From an optimization exercise on the open Yosys and OpenROAD flow, aimed at small area, a short achievable clock period and few clock cycles per item; shortcuts taken in it are not production practice.
The RTL was checked by simulation tests, not by an equivalence proof against the original design.

Setup of ember:
Design sha256_fp, start of the top module:
module sha256_fp (
    input  wire         clk,
    input  wire         rst,         
    input  wire         in_valid,
    input  wire [63:0]  in_data,
    output wire         in_ready,
    output reg          fp_valid,
    output wire [255:0] fp
);
Size: ~5200 cells after synthesis, roughly 53000 sq um of cells after synthesis.
export LEC_CHECK = 0
export CAP_MARGIN = 20
export CORE_MARGIN = 2
export CORE_UTILIZATION = 60
export CTS_CLUSTER_DIAMETER = 120
export CTS_CLUSTER_SIZE = 25
export PLACE_DENSITY = 0.7
export SLEW_MARGIN = 20
create_clock -name core_clock -period 12.0 [get_ports {clk}]
standard.sh (not shown) runs the stock make flow with config.mk's settings and CLKGATE_MAP_FILE= SYNTH_SCRIPT=/design/flow/synth_recipe.tcl, a recipe that flattens the netlist after the stock synthesis.
==> flow/flow/run.sh <==
#!/bin/bash
# Layout flow: the standard ORFS flow (standard.sh) unchanged, except
#  - every port still gets its own buffer, but a buf_1 instead of the
#    default delay buffer.
set -euo pipefail
bash standard.sh SETUP_SLACK_MARGIN=7.5 "BUFFER_PORTS_ARGS=-buffer_cell sky130_fd_sc_hd__buf_1" finish > standard.log 2>&1
Testbench counts of ember, summed over its fixed seeds: cycles 133,752, blocks 32.
Changes in pepper relative to ember:
diff --git a/flow/config.mk b/flow/config.mk
--- a/flow/config.mk
+++ b/flow/config.mk
@@ -9,6 +9,6 @@
 export CORE_MARGIN = 2
 export CORE_UTILIZATION = 60
-export CTS_CLUSTER_DIAMETER = 120
-export CTS_CLUSTER_SIZE = 25
+export CTS_CLUSTER_DIAMETER = 100
+export CTS_CLUSTER_SIZE = 20
 export PLACE_DENSITY = 0.7
 export SLEW_MARGIN = 20
Findings:
pepper vs. ember: final-layout fill cell count has decreased; sequential cell count stayed essentially flat; footprint of the multi-input gates saw an increase.

---

run 2:
sha256_fp, a different RTL version from the one above (not shown whole).
For scale: about 5200 cells after synthesis, ~330 I/O pins, roughly 0.052 mm² of cells after synthesis.
clock: 12.0 ns
lec_check: 0
cap_margin: 20
core_margin: 2
core_utilization: 60
cts_cluster_diameter: 100
cts_cluster_size: 20
place_density: 0.7
slew_margin: 20
==> flow/flow/run.sh <==
#!/bin/bash
# Layout flow: the standard ORFS flow (standard.sh) unchanged, except
#  - every port still gets its own buffer, but a buf_1 instead of the
#    default delay buffer.
set -euo pipefail
bash standard.sh SETUP_SLACK_MARGIN=8.0 "BUFFER_PORTS_ARGS=-buffer_cell sky130_fd_sc_hd__buf_1" finish > standard.log 2>&1
Run 2 completed end to end with timing, DRC and antenna clean.
Testbench counts of run 2, summed over its fixed seeds: cycles 133,752, blocks 32.
The following lists how run 5 was set up differently from run 2:
diff --git a/flow/flow/run.sh b/flow/flow/run.sh
--- a/flow/flow/run.sh
+++ b/flow/flow/run.sh
@@ -6 +6 @@
-bash standard.sh SETUP_SLACK_MARGIN=8.0 "BUFFER_PORTS_ARGS=-buffer_cell sky130_fd_sc_hd__buf_1" finish > standard.log 2>&1
+bash standard.sh SETUP_SLACK_MARGIN=7.5 "BUFFER_PORTS_ARGS=-buffer_cell sky130_fd_sc_hd__buf_1" finish > standard.log 2>&1
==> run notes <==
On run 5: total track usage is 1.2 points lower than what run 2 gave.
Going from run 2 to run 5, number of sinks handled by clock tree synthesis held steady; critical path depth dropped 6; sum of routed wire length over all layers shows a reduction of 7.0 mm; share of the cycle needed by the critical path after routing now larger.
Taking run 2 as the reference, in run 5 maximum frequency -0.010 GHz; first-pass GRT wire length fell 2.6%; maximum number of pins on one net before global-route repair rose by 45.

---

sha256_fp, a different RTL version from the one above (not shown whole).
Size: about 5100 cells after synthesis, about 330 I/O pins.
==> flow/config.mk <==
export PLATFORM = sky130hd
export DESIGN_NAME = sha256_fp
export DESIGN_NICKNAME = sha256_fp
export VERILOG_FILES = /design/flow/design.v
export SDC_FILE = /design/flow/constraint.sdc
export NUM_CORES = 4
export LEC_CHECK = 0
export CAP_MARGIN = 20
export CORE_MARGIN = 2
export CORE_UTILIZATION = 60
export CTS_CLUSTER_DIAMETER = 100
export CTS_CLUSTER_SIZE = 20
export PLACE_DENSITY = 0.7
export SLEW_MARGIN = 20
==> flow/constraint.sdc <==
create_clock -name core_clock -period 12.0 [get_ports {clk}]
set_input_delay 2.4000 -clock core_clock [delete_from_list [all_inputs] [get_ports {clk}]]
set_output_delay 2.4000 -clock core_clock [all_outputs]
set_load 0.01 [all_outputs]
==> flow/flow/run.sh <==
#!/bin/bash
# Layout flow: the standard ORFS flow (standard.sh) unchanged, except
#  - every port still gets its own buffer, but a buf_1 instead of the
#    default delay buffer.
set -euo pipefail
bash standard.sh SETUP_SLACK_MARGIN=8.0 "BUFFER_PORTS_ARGS=-buffer_cell sky130_fd_sc_hd__buf_1" finish > standard.log 2>&1
Testbench counts at the start, summed over its fixed seeds: cycles 133,752, blocks 32.
Then changed:
--- a/flow/flow/run.sh
+++ b/flow/flow/run.sh
@@ -6 +6 @@
-bash standard.sh SETUP_SLACK_MARGIN=8.0 "BUFFER_PORTS_ARGS=-buffer_cell sky130_fd_sc_hd__buf_1" finish > standard.log 2>&1
+bash standard.sh SETUP_SLACK_MARGIN=7.5 "BUFFER_PORTS_ARGS=-buffer_cell sky130_fd_sc_hd__buf_1" finish > standard.log 2>&1
The new run went through all stages and came out clean.
Worst hold slack improves by 0.012 ns.
First-iteration DRC count drops by 15%.
Setup slack degrades by 0.095 ns.
Synthesized cell count does not change.

---

== run A ==
The RTL this note starts from:
==> flow/design.v <==
module sha256_fp (
    input  wire         clk,
    input  wire         rst,         
    input  wire         in_valid,
    input  wire [63:0]  in_data,
    output wire         in_ready,
    output reg          fp_valid,
    output wire [255:0] fp
);
    reg [511:0] w;           
    reg [31:0]  a, b, c, d, e, f, g, h;
    reg [31:0]  h0, h1, h2, h3, h4, h5, h6, h7;
    reg [31:0]  kw;          
    reg [63:0]  hb;          
    reg         hbv;
    reg [5:0]   rnd;         
    reg         run;         
    reg         rpad;        
    reg [3:0]   nb;          
    reg [6:0]   lc;          
    reg         f61, f62, f63, f63i;     
    reg [5:0]   kidx;        
    localparam FASTA = 1;         
    localparam [255:0] H_INIT = {32'h6a09e667, 32'hbb67ae85, 32'h3c6ef372, 32'ha54ff53a,
                                 32'h510e527f, 32'h9b05688c, 32'h1f83d9ab, 32'h5be0cd19};
    reg [31:0] kt;
    always @(*) begin
        case (kidx)
            6'd0: kt = 32'h428a2f98; 6'd1: kt = 32'h71374491; 6'd2: kt = 32'hb5c0fbcf; 6'd3: kt = 32'he9b5dba5;
            6'd4: kt = 32'h3956c25b; 6'd5: kt = 32'h59f111f1; 6'd6: kt = 32'h923f82a4; 6'd7: kt = 32'hab1c5ed5;
            6'd8: kt = 32'hd807aa98; 6'd9: kt = 32'h12835b01; 6'd10: kt = 32'h243185be; 6'd11: kt = 32'h550c7dc3;
            6'd12: kt = 32'h72be5d74; 6'd13: kt = 32'h80deb1fe; 6'd14: kt = 32'h9bdc06a7; 6'd15: kt = 32'hc19bf174;
            6'd16: kt = 32'he49b69c1; 6'd17: kt = 32'hefbe4786; 6'd18: kt = 32'h0fc19dc6; 6'd19: kt = 32'h240ca1cc;
            6'd20: kt = 32'h2de92c6f; 6'd21: kt = 32'h4a7484aa; 6'd22: kt = 32'h5cb0a9dc; 6'd23: kt = 32'h76f988da;
            6'd24: kt = 32'h983e5152; 6'd25: kt = 32'ha831c66d; 6'd26: kt = 32'hb00327c8; 6'd27: kt = 32'hbf597fc7;
            6'd28: kt = 32'hc6e00bf3; 6'd29: kt = 32'hd5a79147; 6'd30: kt = 32'h06ca6351; 6'd31: kt = 32'h14292967;
            6'd32: kt = 32'h27b70a85; 6'd33: kt = 32'h2e1b2138; 6'd34: kt = 32'h4d2c6dfc; 6'd35: kt = 32'h53380d13;
            6'd36: kt = 32'h650a7354; 6'd37: kt = 32'h766a0abb; 6'd38: kt = 32'h81c2c92e; 6'd39: kt = 32'h92722c85;
            6'd40: kt = 32'ha2bfe8a1; 6'd41: kt = 32'ha81a664b; 6'd42: kt = 32'hc24b8b70; 6'd43: kt = 32'hc76c51a3;
            6'd44: kt = 32'hd192e819; 6'd45: kt = 32'hd6990624; 6'd46: kt = 32'hf40e3585; 6'd47: kt = 32'h106aa070;
            6'd48: kt = 32'h19a4c116; 6'd49: kt = 32'h1e376c08; 6'd50: kt = 32'h2748774c; 6'd51: kt = 32'h34b0bcb5;
            6'd52: kt = 32'h391c0cb3; 6'd53: kt = 32'h4ed8aa4a; 6'd54: kt = 32'h5b9cca4f; 6'd55: kt = 32'h682e6ff3;
            6'd56: kt = 32'h748f82ee; 6'd57: kt = 32'h78a5636f; 6'd58: kt = 32'h84c87814; 6'd59: kt = 32'h8cc70208;
            6'd60: kt = 32'h90befffa; 6'd61: kt = 32'ha4506ceb; 6'd62: kt = 32'hbef9a3f7; default: kt = 32'hc67178f2;
        endcase
    end
    wire [3:0] ph   = rnd[3:0];
    wire       free = rnd[5:4] == 2'b11;             
    wire       l63  = f63;
    wire       padl = lc[6];                         
    wire       slot = free && ph[0] && !nb[3] && (ph[3:1] == nb[2:0]);
    wire       ins  = slot && (padl || hbv);
    wire       drain = slot && !padl && hbv;
    wire       start = l63 && (nb[3] || (nb[2:0] == 3'd7 && ins)) && !(run && rpad);
    assign in_ready = !hbv;
    wire accept = in_valid && !hbv;
    wire [31:0] bw0 = padl ? {nb[2:0] == 3'd0, 31'd0} : hb[63:32];
    wire [31:0] bw1 = padl ? {16'd0, nb[2:0] == 3'd7, 15'd0} : hb[31:0];
    function [31:0] rotr;
        input [31:0] x;
        input integer n;
        rotr = (x >> n) | (x << (32 - n));
    endfunction
    wire [31:0] s1  = rotr(e, 6) ^ rotr(e, 11) ^ rotr(e, 25);
    wire [31:0] ch  = (e & f) ^ (~e & g);
    wire [31:0] s0  = rotr(a, 2) ^ rotr(a, 13) ^ rotr(a, 22);
    wire [31:0] maj = (a & b) ^ (a & c) ^ (b & c);
    wire [31:0] x1_s, x1_c, x2_s, x2_c, x3_s, x3_c, x4_s, x4_c;
    csa u_x1 (h,    kw,   ch,   x1_s, x1_c);
    csa u_x2 (s1,   s0,   maj,  x2_s, x2_c);
    csa u_x3 (x1_s, x1_c, x2_s, x3_s, x3_c);
    csa u_x4 (x3_s, x3_c, x2_c, x4_s, x4_c);
    wire [31:0] a_n;
    add32 #(.FAST(FASTA)) u_an (x4_s, x4_c, 1'b0, a_n);
    wire [31:0] y1_s, y1_c, y2_s, y2_c, y3_s, y3_c;
    csa u_y1 (d,    h,    kw,   y1_s, y1_c);
    csa u_y2 (y1_s, y1_c, ch,   y2_s, y2_c);
    csa u_y3 (y2_s, y2_c, s1,   y3_s, y3_c);
    wire [31:0] e_n;
    add32 #(.FAST(FASTA)) u_en (y3_s, y3_c, 1'b0, e_n);
    wire [31:0] df_s, df_c, df;
    csa u_df (c, h4, ~h0, df_s, df_c);
    add32 u_df2 (df_s, df_c, 1'b1, df);
    wire [31:0] w0  = w[31:0];
    wire [31:0] w1  = w[63:32];
    wire [31:0] w9  = w[319:288];
    wire [31:0] w14 = w[479:448];
    wire [31:0] w15 = w[511:480];
    wire [31:0] sg0 = rotr(w1, 7) ^ rotr(w1, 18) ^ (w1 >> 3);
    wire [31:0] sg1 = rotr(w14, 17) ^ rotr(w14, 19) ^ (w14 >> 10);
    wire [31:0] ws_s, ws_c, wt_s, wt_c, w16;
    csa u_w1 (w0,   w9,   sg0,  ws_s, ws_c);
    csa u_w2 (ws_s, ws_c, sg1,  wt_s, wt_c);
    add32 u_w16 (wt_s, wt_c, 1'b0, w16);
    wire [31:0] k_s, k_c, kw_n;
    csa u_k (kt, w1, f62 ? h0 : 32'd0, k_s, k_c);
    add32 u_kw (k_s, k_c, 1'b0, kw_n);
    wire [31:0] hsa = f61 ? h3 : f62 ? h2 : h1;
    wire [31:0] hse = f61 ? h7 : f62 ? h6 : h5;
    wire [31:0] ffa, ffe;
    add32 u_ffa (hsa, run ? a : 32'd0, 1'b0, ffa);
    add32 u_ffe (hse, run ? e : 32'd0, 1'b0, ffe);
    function [255:0] digest_bytes;
        input [255:0] hv;        
        integer k;
        begin
            for (k = 0; k < 32; k = k + 1)
                digest_bytes[8*k +: 8] = hv[255-8*k -: 8];
        end
    endfunction
    assign fp = digest_bytes({h0, h1, h2, h3, h4, h5, h6, h7});
    always @(posedge clk) begin
        w[447:0]   <= w[479:32];
        w[479:448] <= ins ? bw0 : w15;
        w[511:480] <= ins ? bw1 : (free ? w0 : w16);
        kw <= kw_n;
        a <= f63i ? h0 : a_n;
        b <= f63 ? ffa : a;
        c <= f63 ? h2  : b;
        d <= f63 ? h3  : f62 ? df : c;
        e <= f63i ? h4 : e_n;
        f <= f63 ? ffe : e;
        g <= f63 ? h6  : f;
        h <= f63 ? h7  : g;
        if (accept)
            hb <= {in_data[7:0],   in_data[15:8],  in_data[23:16], in_data[31:24],
                   in_data[39:32], in_data[47:40], in_data[55:48], in_data[63:56]};
        if (rst || fp_valid) begin
            {h0, h1, h2, h3, h4, h5, h6, h7} <= H_INIT;
        end else if (run) begin
            if (f61) begin h3 <= ffa; h7 <= ffe; end
            if (f62) begin h2 <= ffa; h6 <= ffe; end
            if (f63) begin
                h1 <= ffa; h5 <= ffe;
                h0 <= a_n; h4 <= e_n;
            end
        end
    end
    always @(posedge clk) begin
        if (rst) begin
            hbv      <= 1'b0;
            rnd      <= 6'd48;
            kidx     <= 6'd49;
            f61      <= 1'b0;
            f62      <= 1'b0;
            f63      <= 1'b0;
            f63i     <= 1'b0;
            run      <= 1'b0;
            rpad     <= 1'b0;
            nb       <= 4'd0;
            lc       <= 7'd0;
            fp_valid <= 1'b0;
        end else begin
            if (accept)
                hbv <= 1'b1;
            else if (drain)
                hbv <= 1'b0;
            fp_valid <= l63 && run && rpad;
            if (l63) begin
                rnd  <= start ? 6'd0 : 6'd48;
                kidx <= start ? 6'd1 : 6'd49;
                run  <= start;
            end else begin
                rnd  <= rnd + 6'd1;
                kidx <= kidx + 6'd1;
            end
            f61  <= rnd == 6'd60;
            f62  <= rnd == 6'd61;
            f63  <= rnd == 6'd62;
            f63i <= rnd == 6'd62 && !run;
            if (start) begin
                nb   <= 4'd0;
                rpad <= padl;
                lc   <= padl ? 7'd0 : lc + 7'd1;
            end else if (ins) begin
                nb <= nb + 4'd1;
            end
        end
    end
endmodule
module csa (
    input  wire [31:0] x,
    input  wire [31:0] y,
    input  wire [31:0] z,
    output wire [31:0] s,
    output wire [31:0] c
);
    assign s = x ^ y ^ z;
    wire [31:0] m = (x & y) | (x & z) | (y & z);
    assign c = {m[30:0], 1'b0};
endmodule
module add32 #(parameter FAST = 0) (
    input  wire [31:0] x,
    input  wire [31:0] y,
    input  wire        ci,
    output wire [31:0] s
);
    generate if (FAST) begin : g_tool
        assign s = x + y + {31'd0, ci};
    end else begin : g_skl
        wire [31:0] p0 = x ^ y;
        reg  [31:0] G, P;
        integer l, i;
        always @(*) begin
            G = (x & y) | {31'd0, p0[0] & ci};
            P = p0;
            for (l = 0; l < 5; l = l + 1)
                for (i = 31; i >= 0; i = i - 1)
                    if (i & (1 << l)) begin
                        G[i] = G[i] | (P[i] & G[((i >> l) << l) - 1]);
                        P[i] = P[i] & P[((i >> l) << l) - 1];
                    end
        end
        assign s = p0 ^ {G[30:0], ci};
    end endgenerate
endmodule
==> flow/config.mk <==
export PLATFORM = sky130hd
export DESIGN_NAME = sha256_fp
export DESIGN_NICKNAME = sha256_fp
export VERILOG_FILES = /design/flow/design.v
export SDC_FILE = /design/flow/constraint.sdc
export NUM_CORES = 4
export LEC_CHECK = 0
export CAP_MARGIN = 20
export CORE_MARGIN = 2
export CORE_UTILIZATION = 40
export SLEW_MARGIN = 20
==> flow/constraint.sdc <==
create_clock -name core_clock -period 12.0 [get_ports {clk}]
set_input_delay 2.4000 -clock core_clock [delete_from_list [all_inputs] [get_ports {clk}]]
set_output_delay 2.4000 -clock core_clock [all_outputs]
set_load 0.01 [all_outputs]
run.sh (not shown) runs the stock make flow with config.mk's settings and CLKGATE_MAP_FILE= SYNTH_SCRIPT=/design/flow/synth_recipe.tcl, a recipe that flattens the netlist after the stock synthesis.
Stock flow here: none of the scripts above is used.
Testbench counts of run A, summed over its fixed seeds: cycles 133,760, blocks 32.
Setup changes, run A to run B
==> flow/flow/run.sh (new file) <==
#!/bin/bash
set -euo pipefail
bash standard.sh SETUP_SLACK_MARGIN=7.5 finish > standard.log 2>&1
==> flow/standard.sh (new file) <==
#!/bin/bash
# synth_recipe.tcl (not shown) runs the flow's synth.tcl, then flattens the netlist and writes it again
# the make line also repeats each setting of config.mk as NAME=value (left out here)
make -C /OpenROAD-flow-scripts/flow DESIGN_CONFIG=/design/flow/config.mk WORK_HOME=/design/flow/orfs CLKGATE_MAP_FILE= SYNTH_SCRIPT=/design/flow/synth_recipe.tcl "${@:-finish}"
--- a/flow/config.mk
+++ b/flow/config.mk
@@ -8,4 +8,5 @@
 export CAP_MARGIN = 20
 export CORE_MARGIN = 2
-export CORE_UTILIZATION = 40
+export CORE_UTILIZATION = 60
+export PLACE_DENSITY = 0.7
 export SLEW_MARGIN = 20
removed: flow/run.sh
- Both conditions hold for run B: the flow ran to the end and the final layout passed the timing, DRC and antenna checks.
- Run A: full flow OK, the timing, DRC and antenna checks passed
- Diff run A -> run B | last weighted congestion value of the routability-driven placer | up slightly
- Looking at total global-route track usage, run B sits above run A.
- Comparing run A against run B, there is no change at all in total of flip-flops plus latches after synthesis.
- Looking at kind of critical path, the in2reg result is from run A; the reg2reg one comes from run B.
- Synthesis-to-layout area growth: higher on run B
- Diff run A and run B: routing usage on met2 lower in run A
- Run B has more setup slack than run A.
- Looking at via count of the first global-routing pass, run B sits 1897 above run A.
- Looking only at detailed-route wire length on metal 1, and setting everything else aside, the lower value of run A and run B goes to run B.

## static timing again, ports no longer ideal
The flow's constraints put no driver on any port. The routed layouts listed below were extracted and timed again, unchanged, in two steps.
Step 1 assumes that a clkbuf_16 drives the clock port and a buf_2 every other input.
Step 2, shift: input delay + t, output delay - t, t = (earliest + latest rising clock arrival at the registers) / 2. This alone moves slack from input paths to output paths.
a / b / c = ideal ports / drivers / drivers and shift; a / b = the first two.
run	shift t [ns]	setup WS [ns]	worst hold slack (ns)	worst slew at a driven data input, ns
ember	0.746	7.461 / 7.461 / 7.280	0.302 / 0.302 / 0.302	0.06
pepper	0.722	7.525 / 7.525 / 7.216	0.299 / 0.299 / 0.299	0.06
run 2	0.730	7.487 / 7.487 / 7.464	0.307 / 0.307 / 0.307	0.05
run 5	0.723	7.264 / 7.264 / 7.264	0.319 / 0.319 / 0.319	0.04
the first run of note 3	0.748	7.651 / 7.651 / 7.344	0.304 / 0.304 / 0.304	0.04
the second run of note 3	0.738	7.555 / 7.555 / 7.056	0.316 / 0.316 / 0.316	0.05
run A	0.850	5.919 / 5.950 / 5.123	0.317 / 0.317 / 0.317	0.05
run B	0.796	7.101 / 7.101 / 6.835	0.307 / 0.307 / 0.307	0.08
After both steps every run listed still meets setup and hold. For run A, which loses most, drivers alone change the setup slack by +0.031 ns; drivers and shift together by -0.796 ns.
